Background: an optimization exercise with open tools, aiming at small area, a short achievable clock period and few clock cycles per item. Do not read the settings as production practice.
The RTL was checked by simulation tests, not by an equivalence proof against the original design.

==> run E <==
// rolk_xu
module rolk_xu (
    input  wire        clk,
    input  wire        rst,           
    input  wire        in_valid,
    output wire        in_ready,
    input  wire [31:0] in_insn,
    input  wire [63:0] in_ga,
    input  wire [63:0] in_gb,
    input  wire [63:0] in_gc,
    input  wire [63:0] in_gd,
    input  wire [31:0] in_seed,
    output reg         out_valid,
    output reg         out_illegal,
    output reg  [63:0] out_result
);
Settings: LEC_CHECK=0, ABC_AREA=1, CAP_MARGIN=35, CORE_MARGIN=2, CORE_UTILIZATION=35, GPL_TIMING_DRIVEN=1, SLEW_MARGIN=35; clock period 10.0 ns.
standard.sh (not shown) runs the stock make flow with config.mk's settings and CLKGATE_MAP_FILE= SYNTH_SCRIPT=/design/flow/synth_recipe.tcl, a recipe that flattens the netlist after the stock synthesis.
==> flow/flow/run.sh <==
#!/bin/bash
set -euo pipefail
cd "$(dirname "$0")/.."
bash standard.sh SETUP_SLACK_MARGIN=6.5 \
    "BUFFER_PORTS_ARGS=-buffer_cell sky130_fd_sc_hd__buf_1" \
    "CTS_ARGS=-sink_clustering_enable -repair_clock_nets -dont_use_dummy_load -sink_clustering_size 14 -sink_clustering_max_diameter 60 -buf_list {sky130_fd_sc_hd__clkbuf_4 sky130_fd_sc_hd__clkbuf_8}" \
    finish > make.log 2>&1
==> run C: changes against run E <==
--- a/flow/design.v
+++ b/flow/design.v
@@ -277,21 +277,21 @@
     wire w_xor = (w_r && w_fn == 4'd4) || w_op == 6'h07;
     wire w_sh  = w_shl || w_shr || w_sar || w_rot || w_bfx || w_bfi;
     wire w_mm  = w_min || w_max;
     wire w_clz = w_r && w_fn == 4'd13;
     wire w_sub = w_r && w_fn == 4'd1;
     wire w_dir = w_shr || w_sar || w_bfx;
     wire w_eng = !w_ill && (w_mul || w_pc || w_crc);    
-    wire w_sext = w_op == 6'h04 || w_op == 6'h0C || w_op == 6'h0D;
+    wire w_sext = w_op == 6'h04 || w_op == 6'h0C || w_op == 6'h0D || w_op == 6'h0E;
     wire [15:0] w_ext = {16{w_sext & w_imm[15]}};
     wire w_muli = w_op == 6'h0E;
-    wire [63:0] w_immb = {(w_op == 6'h13 || w_muli) ? w_imm : w_ext,
+    wire [63:0] w_immb = {(w_op == 6'h13) ? w_imm : w_ext,
                           (w_op == 6'h12) ? w_imm : w_ext,
                           (w_op == 6'h11) ? w_imm : w_ext,
-                          (w_orh || w_muli) ? 16'd0 : w_imm};
+                          w_orh ? 16'd0 : w_imm};
     wire w_useimm = w_i || w_orh;
     wire w_hash = w_op == 6'h30 && in_insn[0];
     wire [63:0] w_y = w_bfi ? in_gd : w_useimm ? w_immb : w_hash ? in_ga : in_gb;
     wire [5:0] w_amt  = (w_bfx || w_bfi) ? w_imm[11:6] : (w_r ? in_gb[5:0] : w_imm[5:0]);
     wire [5:0] w_ramt = w_dir ? 6'd0 - w_amt : w_amt;
     wire [63:0] w_ys  = w_y ^ {64{w_sub}};
     wire [63:0] w_yi = {{48{w_imm[15]}}, w_imm};
@@ -314,14 +314,37 @@
     reg [47:0] w_pcn;
     integer b;
     always @(*) begin
         for (b = 0; b < 16; b = b + 1)
             w_pcn[3*b +: 3] = {2'd0, in_ga[4*b]} + {2'd0, in_ga[4*b+1]} +
                               {2'd0, in_ga[4*b+2]} + {2'd0, in_ga[4*b+3]};
     end
+    reg [7:0] w_mz;               
+    integer mi;
+    always @(*) begin
+        w_mz[0] = in_gb[7:0] == 8'd0;
+        for (mi = 1; mi < 8; mi = mi + 1)
+            w_mz[mi] = in_gb[8*mi+7 -: 9] == 9'd0 || in_gb[8*mi+7 -: 9] == 9'h1FF;
+    end
+    reg [2:0] mb_top;
+    reg       mb_none;
+    always @(*) begin
+        mb_none = 1'b0;
+        if (!w_mz[7] || !w_mz[6]) mb_top = 3'd6;
+        else if (!w_mz[5])        mb_top = 3'd5;
+        else if (!w_mz[4])        mb_top = 3'd4;
+        else if (!w_mz[3])        mb_top = 3'd3;
+        else if (!w_mz[2])        mb_top = 3'd2;
+        else if (!w_mz[1])        mb_top = 3'd1;
+        else begin
+            mb_top  = 3'd0;
+            mb_none = w_mz[0];
+        end
+    end
+    wire [3:0] w_mulnm1 = (w_muli || mb_none) ? 4'd2 : {1'b0, mb_top} + 4'd2;
     function [11:0] booth;
         input [8:0] yy;
         integer k;
         begin
             for (k = 0; k < 4; k = k + 1) begin
                 booth[3*k]     = yy[2*k+1] ^ yy[2*k];
                 booth[3*k + 1] = (yy[2*k+2] & ~yy[2*k+1] & ~yy[2*k]) | (~yy[2*k+2] & yy[2*k+1] & yy[2*k]);
@@ -338,14 +361,15 @@
     reg        q_eng, q_mul, q_c32, q_h0, q_h1, q_pc;
     reg        q_sub, q_dir, q_sar, q_bf, q_bfi, q_all, q_min;
     reg [3:0]  q_nm1;             
     reg        q_odd;
     reg [5:0]  q_amt, q_pos, q_w;
     reg [7:0]  q_cgt, q_ceq;
     reg [11:0] q_bc;              
+    reg [2:0]  q_mt;              
     assign in_ready = rdy_q;
     wire take = in_valid & rdy_q & !rst;
     wire [63:0] x = ga_q;
     wire [63:0] y = gb_q;
     wire [63:0] ay = y;               
     wire [63:0] ag = x & ay;
     wire [63:0] ap = x ^ ay;
@@ -477,14 +501,29 @@
     wire [63:0] a2 = row[1] ^ row2 ^ row3;
     wire [63:0] b2 = ((row[1] & row2) | (row[1] & row3) | (row2 & row3)) << 1;
     wire [63:0] a3 = a1 ^ b1 ^ a2;
     wire [63:0] b3 = ((a1 & b1) | (a1 & a2) | (b1 & a2)) << 1;
     wire [63:0] s4 = a3 ^ b3 ^ b2;
     wire [63:0] c4 = ((a3 & b3) | (a3 & b2) | (b3 & b2)) << 1;
     wire        mul_lastc = busy_q & mq_mul & (rem_q == 4'd2);    
+    reg  [2:0]  mt_q;
+    wire [2:0]  mt = q_mul ? q_mt : mt_q;                          
+    reg  [8:0]  mwin;
+    always @(*) begin
+        case (mt)
+            3'd0:    mwin = {gb_q[7:0], 1'b0};
+            3'd1:    mwin = gb_q[15:7];
+            3'd2:    mwin = gb_q[23:15];
+            3'd3:    mwin = gb_q[31:23];
+            3'd4:    mwin = gb_q[39:31];
+            3'd5:    mwin = gb_q[47:39];
+            3'd6:    mwin = gb_q[55:47];
+            default: mwin = gb_q[63:55];
+        endcase
+    end
     wire        mul_fin   = busy_q & mq_mul & (rem_q == 4'd1);    
     reg [4:0] pc16 [0:3];
     integer n;
     always @(*) begin
         for (n = 0; n < 4; n = n + 1)
             pc16[n] = ({2'd0, gd_q[12*n +: 3]} + {2'd0, gd_q[12*n + 3 +: 3]}) +
                       ({2'd0, gd_q[12*n + 6 +: 3]} + {2'd0, gd_q[12*n + 9 +: 3]});
@@ -510,26 +549,25 @@
             sd_q <= w_c32 ? in_ga[31:0] : in_seed;
             q_bc <= w_r ? booth(in_gb[63:55]) : booth(w_imm[15:7]);
         end else begin
             if (m_mul) begin
                 if (mul_lastc) begin
                     ga_q <= s4;
                     gb_q <= c4;
-                end else begin
-                    gb_q <= {gb_q[55:0], 8'd0};
                 end
                 gc_q <= s4;
                 gd_q <= c4;
             end else begin
                 gb_q <= {gb_q[47:0], gd_q[63:48]};
                 gd_q <= {gd_q[47:0], 16'd0};
                 gc_q <= c64_2;
             end
             sd_q <= m_pc ? {3'd0, pc16[3], 3'd0, pc16[2], 3'd0, pc16[1], 3'd0, pc16[0]} : c32_2;
-            q_bc <= booth(gb_q[55:47]);
+            q_bc <= booth(mwin);
+            mt_q <= mt - 3'd1;
         end
         q_alu <= take & !w_eng;
         q_ill <= w_ill;
         q_add <= take & w_add;  q_and <= take & w_and;  q_or <= take & w_or;
         q_xor <= take & w_xor;  q_sh  <= take & w_sh;   q_mm <= take & w_mm;
         q_clz <= take & w_clz;
         q_eng <= take & w_eng;
@@ -541,17 +579,18 @@
         q_sub <= w_sub;
         q_dir <= w_dir;
         q_sar <= w_sar;
         q_bf  <= w_bfx || w_bfi;
         q_bfi <= w_bfi;
         q_all <= w_rot || (w_dir && w_amt == 6'd0);
         q_min <= w_min;
-        q_nm1 <= w_c32 ? ((w_k[3:0] + 4'd1) >> 1) - 4'd1 : w_pc ? 4'd1 : w_mul ? (w_muli ? 4'd2 : 4'd8) : 4'd7;
+        q_nm1 <= w_c32 ? ((w_k[3:0] + 4'd1) >> 1) - 4'd1 : w_pc ? 4'd1 : w_mul ? w_mulnm1 : 4'd7;
         q_odd <= w_k[0];
         q_amt <= w_ramt;
+        q_mt  <= w_muli ? 3'd0 : mb_top;
         q_cgt <= w_cgt;
         q_ceq <= w_ceq;
         q_pos <= w_bfi ? w_imm[11:6] : 6'd0;
         q_w   <= w_imm[5:0];
         if (q_eng) begin
             mq_mul <= q_mul;
             mq_c32 <= q_c32;
==> flow/flow/run.sh (replaced) <==
#!/bin/bash
set -euo pipefail
cd "$(dirname "$0")/.."
bash standard.sh SETUP_SLACK_MARGIN=6.6 \
    "BUFFER_PORTS_ARGS=-buffer_cell sky130_fd_sc_hd__buf_1" \
    "CTS_ARGS=-sink_clustering_enable -repair_clock_nets -dont_use_dummy_load -sink_clustering_size 14 -sink_clustering_max_diameter 60 -buf_list {sky130_fd_sc_hd__clkbuf_4 sky130_fd_sc_hd__clkbuf_8}" \
    finish > make.log 2>&1
- CORE_UTILIZATION: 35 -> 30
==> run summary <==
- Of run E and run C, run C has the higher clock-buffer cell count (gap 2).
- Between run C and run E, the lower global-route usage is in run C (gap 9.9 points).
- Of run C and run E, run E has the higher worst setup slack (gap 0.017 ns).
- Of run C and run E, run C has the higher flip-flop and latch count (gap 6).
- Non-clock buffer count: run C is higher than run E (72).
==> figures <==
quantity	run C	run E
Outcome	timing/DRC/antenna clean	timing/DRC/antenna clean
Overall via count from detail_route	79057	79456
Global-route met2 utilization	0.553	0.683
Placement-stage cell area	0.0666 mm2	0.0652 mm2
Peak fanout along the critical path	5	8
Synthesized-area fraction occupied by and/or/nand/nor cells	0.317	0.315
Clock slew at the register clock pins of the worst setup and hold paths	0.10 ns	0.09 ns
Area of the die	0.211 mm2	0.179 mm2
Die Width	459 um	423 um
Cell count after synthesis	9904	9878
First-pass GRT wire length	591000 um	616000 um
RR Startpoint	gb_q[34]$_DFFE_PP_	gb_q[55]$_DFF_P_
Testbench counts of run E, summed over its fixed seeds: cycles 16,894, items 8,000.
Testbench counts of run C, summed over its fixed seeds: cycles 15,943, items 8,000.

[re-timing with driven ports]
In the flow no input, the clock included, has a driving cell. The finished layouts below were timed again as built, in two steps.
Step 1 sets driving cells, clkbuf_16 on the clock port and buf_2 on the other inputs (assumed; they add their load-dependent delay and slew).
Step 2 also shifts input and output timing later by t, the mid clock arrival at the registers, as if the neighbouring blocks saw the same clock.
a / b / c = ideal ports / drivers / drivers and shift; a / b = the first two.
run	t (ns)	setup slack, ns	worst register clock-pin slew, ns	pins driven straight from the clock port
run E	0.939	6.337 / 6.337 / 5.590	0.10 / 0.10	1
run C	0.927	6.320 / 6.320 / 5.661	0.10 / 0.10	1
After both steps every run listed still meets setup and hold. For run E, which loses most, drivers alone change the setup slack by 0.000 ns; drivers and shift together by -0.747 ns.
